This design comes from an exercise in tuning for small area, a short achievable clock period and few clock cycles per item on the open sky130 flow, not from production work.
RTL that was checked went through simulation tests only; none was proved equivalent to the original.
Power and IR drop assume default switching activity.

Design lzw_enc, start of the top module:
module lzw_enc (
    input  wire       clk,
    input  wire       rst,
    input  wire       in_valid,
    output wire       in_ready,
    input  wire [7:0] in_data,
    input  wire       in_last,
    input  wire       in_fc,
    output wire       out_valid,
    input  wire       out_ready,
    output wire [7:0] out_data,
    output wire       out_last
);
    localparam PB = 48;    
    reg        kv, kl, kf;      
    reg  [7:0] kd;
    reg        sv, sl, sf;      
    reg  [7:0] sd;
    assign in_ready = ~sv;
    wire take_in = in_valid & ~sv;
    reg  [8:0] w;       
    reg        wv;      
    reg        tl;      
    reg        fc;      
    reg        pend;    
    reg  [7:0] nx;      
    reg  [8:0] dp [2:127];
    reg  [7:0] db [2:127];
    reg        ev;      
    reg  [8:0] ec;      
    reg        eclr;    
    reg        etl;     
    reg  [PB-1:0]   pb;
    reg  [5:0]      pc;
    reg  [PB/8-1:0] lb;      
    reg             ov;
    assign out_valid = ov;
    assign out_data  = pb[7:0];
  ...
For scale: roughly 25 I/O pins, roughly 100000 um^2 of cells after synthesis.
clock: 10.0 ns
lec_check: 0
abc_clock_period_in_ps: 3000
cap_margin: 20
core_margin: 2
core_utilization: 50
cts_buf_list: sky130_fd_sc_hd__clkbuf_16
cts_cluster_diameter: 60
cts_cluster_size: 30
setup_slack_margin: 5
slew_margin: 20
tns_end_percent: 10
standard.sh (not shown) runs the stock make flow with config.mk's settings and CLKGATE_MAP_FILE= SYNTH_SCRIPT=/design/flow/synth_recipe.tcl, a recipe that flattens the netlist after the stock synthesis.
==> flow/flow/run.sh <==
#!/bin/bash
# The standard layout (standard.sh), with repair_timing aiming for a larger setup margin.
set -euo pipefail
sed 's/SETUP_SLACK_MARGIN=[0-9.]*/SETUP_SLACK_MARGIN=6.5/' standard.sh > standard_margin.sh
bash standard_margin.sh > standard.log 2>&1
The baseline passed the timing, design-rule and antenna checks.
Testbench counts at the start, summed over its fixed seeds: cycles 87,734, items 85,491.
Next try:
--- a/flow/flow/run.sh
+++ b/flow/flow/run.sh
@@ -4 +4 @@
-sed 's/SETUP_SLACK_MARGIN=[0-9.]*/SETUP_SLACK_MARGIN=6.5/' standard.sh > standard_margin.sh
+sed 's/SETUP_SLACK_MARGIN=[0-9.]*/SETUP_SLACK_MARGIN=7/' standard.sh > standard_margin.sh
Maximum frequency climbs by 4.5%.
Combinational power came out higher by about 5%.
Via count rises by 2.6%.
Setup slack gets better by 0.18 ns.
Cell area increases by 2.0%.
Register-to-register slack is better by 0.18 ns.
Wire length came out higher by 3.5%.
Critical path depth does not change.
Total power goes up by 1.6%.
Global-route usage went up by 0.33 points.
Next try:
Settings changed: CORE_UTILIZATION 50 to 65.
After rerunning:
- The new run ran to the end with no violations
- register-to-register slack gets worse by 0.06 ns
- final area drops by 0.78%
- clock power drops by 11%
- worst hold slack is about the same
- worst setup slack gets worse by 0.057 ns
- via count climbs by 3.7%
- total power drops by 3.4%
- die area drops by 23%
- cell count drops by 6.1%
- critical path depth is unchanged
- area after synthesis stays the same
Next try:
--- a/flow/flow/run.sh
+++ b/flow/flow/run.sh
@@ -4 +4 @@
-sed 's/SETUP_SLACK_MARGIN=[0-9.]*/SETUP_SLACK_MARGIN=7/' standard.sh > standard_margin.sh
+sed 's/SETUP_SLACK_MARGIN=[0-9.]*/SETUP_SLACK_MARGIN=8/' standard.sh > standard_margin.sh
Settings changed: CORE_UTILIZATION 65 to 50, CTS_BUF_LIST sky130_fd_sc_hd__clkbuf_16 to not set, CTS_CLUSTER_DIAMETER 60 to not set, CTS_CLUSTER_SIZE 30 to not set, TNS_END_PERCENT 10 to not set.
Routed wire length grows by a few percent; clock power rises by a quarter to a third; total power is higher by roughly a tenth.

== job 1831 ==
lzw_enc, a different RTL version from the one above (not shown whole).
Size in the first run: ~7000 cells after synthesis, about 2400 flip-flops, roughly 25 I/O pins.
// lzw_enc
module lzw_enc (
    input  wire       clk,
    input  wire       rst,
    input  wire       in_valid,
    output wire       in_ready,
    input  wire [7:0] in_data,
    input  wire       in_last,
    input  wire       in_fc,
    output wire       out_valid,
    input  wire       out_ready,
    output wire [7:0] out_data,
    output wire       out_last
);
    localparam PB = 48;    
    reg        kv, kl, kf;      
    reg  [7:0] kd;
    reg        f0v, f0l, f0f;   
    reg  [7:0] f0d;
    reg        f1v, f1l, f1f;   
    reg  [7:0] f1d;
    reg        irdy;            
    assign in_ready = irdy;
    wire take_in = in_valid & irdy;
    reg  [8:0] w;       
    reg        wv;      
    reg        tl;      
    reg        fc;      
    reg        pend;    
    reg  [7:0] nx;      
    reg  [8:0] dp [2:127];
    reg  [7:0] db [2:127];
    reg        ev;      
    reg  [8:0] ec;      
    reg        eclr;    
    reg        etl;     
    reg  [PB-1:0]   pb;
    reg  [5:0]      pc;
    reg  [PB/8-1:0] lb;      
    reg             ov;
    assign out_valid = ov;
    assign out_data  = pb[7:0];
    assign out_last  = lb[0];
    reg  stall_s, stall_t;
    wire [5:0] e_room = !ev ? 6'd0 :
                        (eclr & etl) ? 6'd34 :
                        etl ? 6'd25 :
                        eclr ? 6'd18 : 6'd9;
    wire tgo   = tl & ~stall_t;                     
    wire go    = kv & (tl ? ~stall_t : ~stall_s);   
    wire load_k = (go | ~kv) & f0v;                 
    wire [7:0] kn = load_k ? f0d : kd;              
  ...
clock: 10.0 ns
lec_check: 0
abc_clock_period_in_ps: 3000
cap_margin: 20
core_margin: 2
core_utilization: 50
cts_buf_list: sky130_fd_sc_hd__clkbuf_16
cts_cluster_diameter: 70
cts_cluster_size: 40
setup_slack_margin: 5
slew_margin: 20
tns_end_percent: 10
==> flow/flow/run.sh <==
#!/bin/bash
# The standard layout (standard.sh), with repair_timing aiming for a larger setup margin.
set -euo pipefail
sed 's/SETUP_SLACK_MARGIN=[0-9.]*/SETUP_SLACK_MARGIN=7/' standard.sh > standard_margin.sh
bash standard_margin.sh > standard.log 2>&1
Job 1831 ended with every stage complete and zero timing, DRC or antenna violations.
Testbench counts of job 1831, summed over its fixed seeds: cycles 87,750, items 85,491.
Input-level comparison between job 8902 and job 1831:
- CTS_CLUSTER_DIAMETER now 60, was 70
- CTS_CLUSTER_SIZE now 30, was 40
Findings:
- The final layout from job 8902, which completed every stage, passed the timing, design-rule and antenna checks at the end of the flow.
- Maximum frequency of job 8902 exceeds that of job 1831 slightly.
- On job 8902: wire length on met2 is 0.91% higher than what job 1831 gave.
- Time the final worst path needs with I/O delays and setup delta (job 8902 − job 1831): favourable
- Diff job 1831..job 8902 | multiplexer share of the synthesized area | unchanged
- Job 8902 vs. job 1831: final design utilization went up by 0.87 points.
- In the tables for job 1831 and job 8902, via count of the first global-routing pass reads higher with job 8902.
The inputs of job 5342 differ from those of job 8902 as listed below.
- swapping 10 for 100 in TNS_END_PERCENT
Findings:
- Startpoint of the worst setup timing path = w[2]: job 5342; startpoint of the worst setup timing path = w[3]: job 8902
- Re all-layer global routing usage: job 5342 and job 8902 aren't equal, and the lower value belongs to job 8902.
- Re slew at the pin closest to its max-slew limit: job 5342 and job 8902 aren't equal, and the higher value belongs to job 8902.
- NOTE: layout overhead on the synthesized area in job 5342 exceeds that of job 8902
- Met3 wire length: job 5342 and job 8902 compared, lower one is job 8902
- Looking at clock group share of total power, job 5342 sits 0.6 points below job 8902.
- Re part of the total power dissipated in sequential elements: job 5342 is 0.5 points down on job 8902.
- Going from job 8902 to job 5342, first-iteration DRC count went up 0.49%, total wire length after detailed routing picked up an extra 16000 um.
- Comparing job 5342 and job 8902, global-route wire length before repair is lower on job 8902.
## Diff of input files: job 9320 against job 5342
- a change of CTS_CLUSTER_SIZE from 30 to 40
- a change of CTS_CLUSTER_DIAMETER from 60 to 70
## What came out
Delta (job 9320 minus job 5342): fraction of the cycle the final worst path needs now sits higher, post-route worst setup slack shrank by 0.17 ns, area taken by flip-flops and latches saw little to no change.
Sequential share of power, job 9320 and job 5342, higher one = job 9320.
Relative to job 5342, the filler-free cell count of the finished design measured on job 9320 has decreased by a few percent.

== nickel ==
RTL: one of the versions met above, not the one the previous note started from.
Size: roughly 6800 cells after synthesis, about 2300 flip-flops, about 25 I/O pins, about 100000 um^2 of cells after synthesis.
export LEC_CHECK = 0
export ABC_CLOCK_PERIOD_IN_PS = 3000
export CAP_MARGIN = 20
export CORE_MARGIN = 2
export CORE_UTILIZATION = 50
export SETUP_SLACK_MARGIN = 5
export SLEW_MARGIN = 20
create_clock -name core_clock -period 10.0 [get_ports {clk}]
Scripts as last shown in full above: flow/flow/run.sh
Testbench counts of nickel, summed over its fixed seeds: cycles 87,734, items 85,491.
## Diff of input files: cedar against nickel
--- a/flow/config.mk
+++ b/flow/config.mk
@@ -13 +13,2 @@
 export SLEW_MARGIN = 20
+export TNS_END_PERCENT = 10
==> comparison <==
Changes observed in cedar relative to nickel: final area decreased 2.8%; global-route met2 utilization decreased 4.8 points.
[compare] base=nickel new=cedar: clock tree cell share of total cell area went up; wire length of the first global-routing pass went down.
Here is what was changed in the inputs of tundra compared with cedar.
==> flow/flow/run.sh <==
#!/bin/bash
# The standard layout (standard.sh), with repair_timing aiming for a larger setup margin.
set -euo pipefail
sed 's/SETUP_SLACK_MARGIN=[0-9.]*/SETUP_SLACK_MARGIN=8/' standard.sh > standard_margin.sh
bash standard_margin.sh > standard.log 2>&1
--- a/flow/config.mk
+++ b/flow/config.mk
@@ -11,4 +11,7 @@
 export CORE_UTILIZATION = 50
+export CTS_BUF_LIST = sky130_fd_sc_hd__clkbuf_16
+export CTS_CLUSTER_DIAMETER = 60
+export CTS_CLUSTER_SIZE = 30
 export SETUP_SLACK_MARGIN = 5
 export SLEW_MARGIN = 20
-export TNS_END_PERCENT = 10
+export TNS_END_PERCENT = 5
==> comparison <==
Cmp tundra vs cedar: critical path depth higher in tundra
Final setup skew sits lower in tundra than in cedar.
Re fraction of area in registers: tundra is 1.6 points down on cedar.
tundra packs its core more tightly than cedar.
Average detailed-routed wire length per instance in tundra vs cedar: up about 1.5%
In tundra relative to cedar, first-iteration DRC count had gone up by more than 10%.
Higher power was reported by cedar, not tundra.
Vias: tundra more than cedar
diff inputs: tundra => yarrow
==> flow/flow/run.sh <==
#!/bin/bash
# The standard layout (standard.sh), with repair_timing aiming for a larger setup margin.
set -euo pipefail
sed 's/SETUP_SLACK_MARGIN=[0-9.]*/SETUP_SLACK_MARGIN=7/' standard.sh > standard_margin.sh
bash standard_margin.sh > standard.log 2>&1
--- a/flow/config.mk
+++ b/flow/config.mk
@@ -7,3 +7,3 @@
 export LEC_CHECK = 0
-export ABC_CLOCK_PERIOD_IN_PS = 3000
+export ABC_CLOCK_PERIOD_IN_PS = 2000
 export CAP_MARGIN = 20
@@ -16,2 +16,2 @@
 export SLEW_MARGIN = 20
-export TNS_END_PERCENT = 5
+export TNS_END_PERCENT = 10
### Flow results
yarrow vs tundra — clock tree buffer count of the final layout dropped by a few percent
tundra and yarrow ended up with roughly the same count of multi-input gates.
Final-layout fill cell count, tundra and yarrow: smaller value in tundra
Per the comparison of yarrow with tundra, post-placement cell area -about 0.55%; worst setup slack has increased; global-route met1 utilization -0.25 points.
In the reports for tundra and yarrow, the larger maximum number of pins on one net before global-route repair belongs to yarrow.
On share of final layout cell area taken by clock buffers and inverters, tundra and yarrow are neck and neck.
Against tundra, first-pass GRT wire length in yarrow came out better.

The RTL this note starts from:
==> flow/design.v <==
module lzw_enc (
    input  wire       clk,
    input  wire       rst,
    input  wire       in_valid,
    output wire       in_ready,
    input  wire [7:0] in_data,
    input  wire       in_last,
    input  wire       in_fc,
    output wire       out_valid,
    input  wire       out_ready,
    output wire [7:0] out_data,
    output wire       out_last
);
    localparam PB = 48;    
    reg        kv, kl, kf;      
    reg  [7:0] kd;
    reg        sv, sl, sf;      
    reg  [7:0] sd;
    reg        irdy;            
    assign in_ready = irdy;
    wire take_in = in_valid & irdy;
    reg  [8:0] w;       
    reg        wv;      
    reg        tl;      
    reg        fc;      
    reg        pend;    
    reg  [7:0] nx;      
    reg  [8:0] dp [2:127];
    reg  [7:0] db [2:127];
    reg        ev;      
    reg  [8:0] ec;      
    reg        eclr;    
    reg        etl;     
    reg  [PB-1:0]   pb;
    reg  [5:0]      pc;
    reg  [PB/8-1:0] lb;      
    reg             ov;
    assign out_valid = ov;
    assign out_data  = pb[7:0];
    assign out_last  = lb[0];
    wire [5:0] e_room = !ev ? 6'd0 :
                        (eclr & etl) ? 6'd34 :
                        etl ? 6'd25 :
                        eclr ? 6'd18 : 6'd9;
    wire [6:0] fill = {1'b0, pc} + {1'b0, e_room};
    wire stall_s = fill > (pend ? PB - 18 : PB - 9);
    wire stall_t = fill > PB - 34;
    wire tgo   = tl & ~stall_t;                     
    wire go    = kv & (tl ? ~stall_t : ~stall_s);   
    wire [15:0] grp_gt, grp_eq;
    wire [7:0]  pos_gt, pos_eq;
    genvar g;
    generate
        for (g = 0; g < 16; g = g + 1) begin : g_grp
            assign grp_gt[g] = nx[7] | (nx[6:3] > g);
            assign grp_eq[g] = ~nx[7] & (nx[6:3] == g);
        end
        for (g = 0; g < 8; g = g + 1) begin : g_pos
            assign pos_gt[g] = nx[2:0] > g;
            assign pos_eq[g] = nx[2:0] == g;
        end
    endgenerate
    wire [127:0] m;
    assign m[1:0] = 2'b00;
    generate
        for (g = 2; g < 128; g = g + 1) begin : g_ent
            wire vld = grp_gt[g >> 3] | (grp_eq[g >> 3] & pos_gt[g & 7]);
            wire wen = grp_eq[g >> 3] & pos_eq[g & 7];
            assign m[g] = vld && (dp[g] == w) && (db[g] == kd);
            always @(posedge clk)
                if (wen) begin
                    dp[g] <= w;
                    db[g] <= kd;
                end
        end
    endgenerate
    wire hit = |m;
    wire [6:0] hj;
    generate
        for (g = 0; g < 7; g = g + 1) begin : g_enc
            wire [127:0] sel;
            genvar j;
            for (j = 0; j < 128; j = j + 1) begin : g_b
                if (((j >> g) & 1) != 0) begin : g_on
                    assign sel[j] = m[j];
                end else begin : g_off
                    assign sel[j] = 1'b0;
                end
            end
            assign hj[g] = |sel;
        end
    endgenerate
    wire [6:0] hj0;
    generate
        for (g = 0; g < 7; g = g + 1) begin : g_enc0
            wire [127:0] sel;
            genvar j;
            for (j = 0; j < 128; j = j + 1) begin : g_b
                if (((j >> g) & 1) == 0) begin : g_on
                    assign sel[j] = m[j];
                end else begin : g_off
                    assign sel[j] = 1'b0;
                end
            end
            assign hj0[g] = |sel;
        end
    endgenerate
    wire [8:0] w_nx = {wv & (hj[1] | hj0[1]),
                       kd[7] & ~(wv & (hj[0] | hj0[0])),
                       (wv ? hj : 7'd0) | (kd[6:0] & ~(wv ? hj0 : 7'd0))};
    wire miss = go & wv & ~hit;
    wire [26:0] ebits = !ev ? 27'd0 :
                        {(eclr & etl) ? 9'd257 : 9'd0,
                         eclr ? 9'd256 : (etl ? 9'd257 : 9'd0),
                         ec};
    wire [5:0]  e_n   = !ev ? 6'd0 :
                        (eclr & etl) ? 6'd27 :
                        (eclr | etl) ? 6'd18 : 6'd9;
    wire [PB-1:0] merged = pb | ({{(PB-27){1'b0}}, ebits} << pc);
    wire [6:0]  pc_s  = {1'b0, pc} + {1'b0, e_n};
    wire [6:0]  pc_r  = (ev & etl) ? ((pc_s + 7'd7) & 7'h78) : pc_s;
    wire [2:0]  lastb = pc_r[5:3] - 3'd1;
    wire [PB/8-1:0] lb_m = lb | ((ev & etl) ? ({{(PB/8-1){1'b0}}, 1'b1} << lastb) : {PB/8{1'b0}});
    wire pop = ov & out_ready;
    wire [6:0]  pc_n  = pop ? pc_r - 7'd8 : pc_r;
    always @(posedge clk) begin
        if (rst) begin
            kv   <= 1'b0;
            sv   <= 1'b0;
            irdy <= 1'b1;
            wv   <= 1'b0;
            tl   <= 1'b0;
            pend <= 1'b0;
            nx   <= 8'd2;
            ev   <= 1'b0;
            etl  <= 1'b0;
            pb   <= {PB{1'b0}};
            pc   <= 6'd0;
            lb   <= {PB/8{1'b0}};
            ov   <= 1'b0;
        end else begin
            ec <= w;
            if (go || !kv) begin
                if (sv) begin
                    kd <= sd; kl <= sl; kf <= sf;
                    sv <= 1'b0;
                    irdy <= 1'b1;
                end else begin
                    kd <= in_data; kl <= in_last; kf <= in_fc;
                    kv <= take_in;
                end
            end else if (take_in) begin
                sd <= in_data; sl <= in_last; sf <= in_fc;
                sv <= 1'b1;
                irdy <= 1'b0;
            end
            if (go)
                w <= w_nx;
            if (go) begin
                if (!wv) begin
                    fc   <= kf;
                    nx   <= 8'd2;
                    pend <= 1'b0;
                end else if (!hit) begin
                    if (pend) begin
                        nx   <= 8'd2;
                        pend <= 1'b0;
                    end else if (!nx[7]) begin
                        nx <= nx + 8'd1;
                        if (nx == 8'd127 && fc)
                            pend <= 1'b1;
                    end
                end
                wv <= ~kl;
            end
            if (go && kl)
                tl <= 1'b1;
            else if (tgo)
                tl <= 1'b0;
            ev   <= miss | tgo;
            eclr <= pend;
            etl  <= tgo;
            pb <= pop ? (merged >> 8) : merged;
            lb <= pop ? (lb_m >> 1) : lb_m;
            pc <= pc_n[5:0];
            ov <= (pc_n >= 7'd8);
        end
    end
endmodule
clock: 10.0 ns
lec_check: 0
abc_clock_period_in_ps: 3000
cap_margin: 20
core_margin: 2
core_utilization: 60
cts_buf_list: sky130_fd_sc_hd__clkbuf_16
cts_cluster_diameter: 60
cts_cluster_size: 30
setup_slack_margin: 5
slew_margin: 20
tns_end_percent: 10
==> flow/flow/run.sh <==
#!/bin/bash
# The standard layout (standard.sh), with repair_timing aiming for a larger setup margin.
set -euo pipefail
sed 's/SETUP_SLACK_MARGIN=[0-9.]*/SETUP_SLACK_MARGIN=7/' standard.sh > standard_margin.sh
bash standard_margin.sh > standard.log 2>&1
The baseline ran to the end with no violations.
Then changed:
--- a/flow/config.mk
+++ b/flow/config.mk
@@ -11 +11 @@
-export CORE_UTILIZATION = 60
+export CORE_UTILIZATION = 50
@@ -13,2 +13,2 @@
-export CTS_CLUSTER_DIAMETER = 60
-export CTS_CLUSTER_SIZE = 30
+export CTS_CLUSTER_DIAMETER = 70
+export CTS_CLUSTER_SIZE = 40
Via count stays flat.
Maximum frequency goes up by 4.0%.
Non-clock buffer count climbs by 76.
Global-route usage falls by 5.1 points.
Core utilization came out lower by 10 points.
Register-to-register slack gets better by 0.17 ns.
Combinational power is higher by about 5%.
Routed wire length increases by about 5%.
Cell area went up by about 1.9%.
Clock power went down by 3.7%.
Worst setup slack improved by 0.17 ns.
Then changed:
--- a/flow/config.mk
+++ b/flow/config.mk
@@ -12,3 +12,3 @@
-export CTS_BUF_LIST = sky130_fd_sc_hd__clkbuf_16
-export CTS_CLUSTER_DIAMETER = 70
-export CTS_CLUSTER_SIZE = 40
+export CTS_BUF_LIST = sky130_fd_sc_hd__clkbuf_8
+export CTS_CLUSTER_DIAMETER = 40
+export CTS_CLUSTER_SIZE = 15
The new run produced a clean layout. Power came out higher by about 12%. Area after synthesis stays the same. Utilization came out higher by 1.8 points.
Then changed:
--- a/flow/config.mk
+++ b/flow/config.mk
@@ -12,3 +12,3 @@
-export CTS_BUF_LIST = sky130_fd_sc_hd__clkbuf_8
-export CTS_CLUSTER_DIAMETER = 40
-export CTS_CLUSTER_SIZE = 15
+export CTS_BUF_LIST = sky130_fd_sc_hd__clkbuf_16
+export CTS_CLUSTER_DIAMETER = 60
+export CTS_CLUSTER_SIZE = 30
Result:
- die area stays the same
- non-clock buffer count came out lower by 61
- design area came out lower by about 3%
- global-route usage came out lower by 1.1 points
- setup slack improved by 0.012 ns
- combinational power came out lower by about 5%
No functional check of the RTL was part of any run of this note.

## afterwards: timing with drivers on the ports
In the flow no input, the clock included, has a driving cell. The finished layouts below were timed again as built, in two steps. Step 1 assumes that a clkbuf_16 drives the clock port and a buf_2 every other input. Step 2 also shifts input and output timing later by t, the mid clock arrival at the registers, as if the neighbouring blocks saw the same clock. Slacks: ideal ports / drivers / drivers and shift; pairs: ideal ports / drivers.
run	t (ns)	slack for setup (ns)	hold WS [ns]	worst setup path at the end	clock arrival spread, ns
the first run of note 1	0.944	5.847 / 5.847 / 5.847	0.475 / 0.475 / 0.475	register to register	0.047 / 0.047
the second run of note 1	0.943	6.025 / 6.025 / 5.934	0.462 / 0.462 / 0.462	input to register	0.055 / 0.054
the third run of note 1	0.911	5.968 / 5.968 / 5.968	0.464 / 0.464 / 0.464	register to register	0.044 / 0.044
the fourth run of note 1	0.987	5.977 / 5.977 / 5.977	0.466 / 0.466 / 0.466	register to register	0.064 / 0.064
job 1831	0.928	6.073 / 6.073 / 5.690	0.433 / 0.433 / 0.433	input to register	0.061 / 0.062
job 8902	0.950	6.111 / 6.111 / 5.750	0.435 / 0.435 / 0.435	input to register	0.061 / 0.062
job 5342	0.945	6.208 / 6.208 / 5.622	0.434 / 0.434 / 0.434	input to register	0.058 / 0.058
job 9320	0.938	6.037 / 6.037 / 5.620	0.436 / 0.436 / 0.436	input to register	0.066 / 0.066
nickel	0.991	5.917 / 5.917 / 5.917	0.470 / 0.470 / 0.470	register to register	0.066 / 0.066
cedar	0.991	5.870 / 5.870 / 5.870	0.469 / 0.469 / 0.469	register to register	0.063 / 0.063
tundra	0.947	5.977 / 5.977 / 5.977	0.485 / 0.485 / 0.485	register to register	0.045 / 0.045
yarrow	0.943	6.025 / 6.025 / 5.934	0.462 / 0.462 / 0.462	input to register	0.055 / 0.054
the first run of note 4	0.907	5.666 / 5.666 / 5.666	0.458 / 0.458 / 0.458	register to register	0.046 / 0.047
the second run of note 4	0.922	5.832 / 5.832 / 5.832	0.465 / 0.465 / 0.465	register to register	0.047 / 0.048
the third run of note 4	1.176	5.814 / 5.814 / 5.814	0.462 / 0.462 / 0.462	register to register	0.099 / 0.099
the fourth run of note 4	0.948	5.826 / 5.826 / 5.826	0.463 / 0.463 / 0.463	register to register	0.046 / 0.047
After both steps every run listed still meets setup and hold. The setup slack of job 5342, which loses most, moves by 0.000 ns with the drivers and by -0.586 ns with both steps.
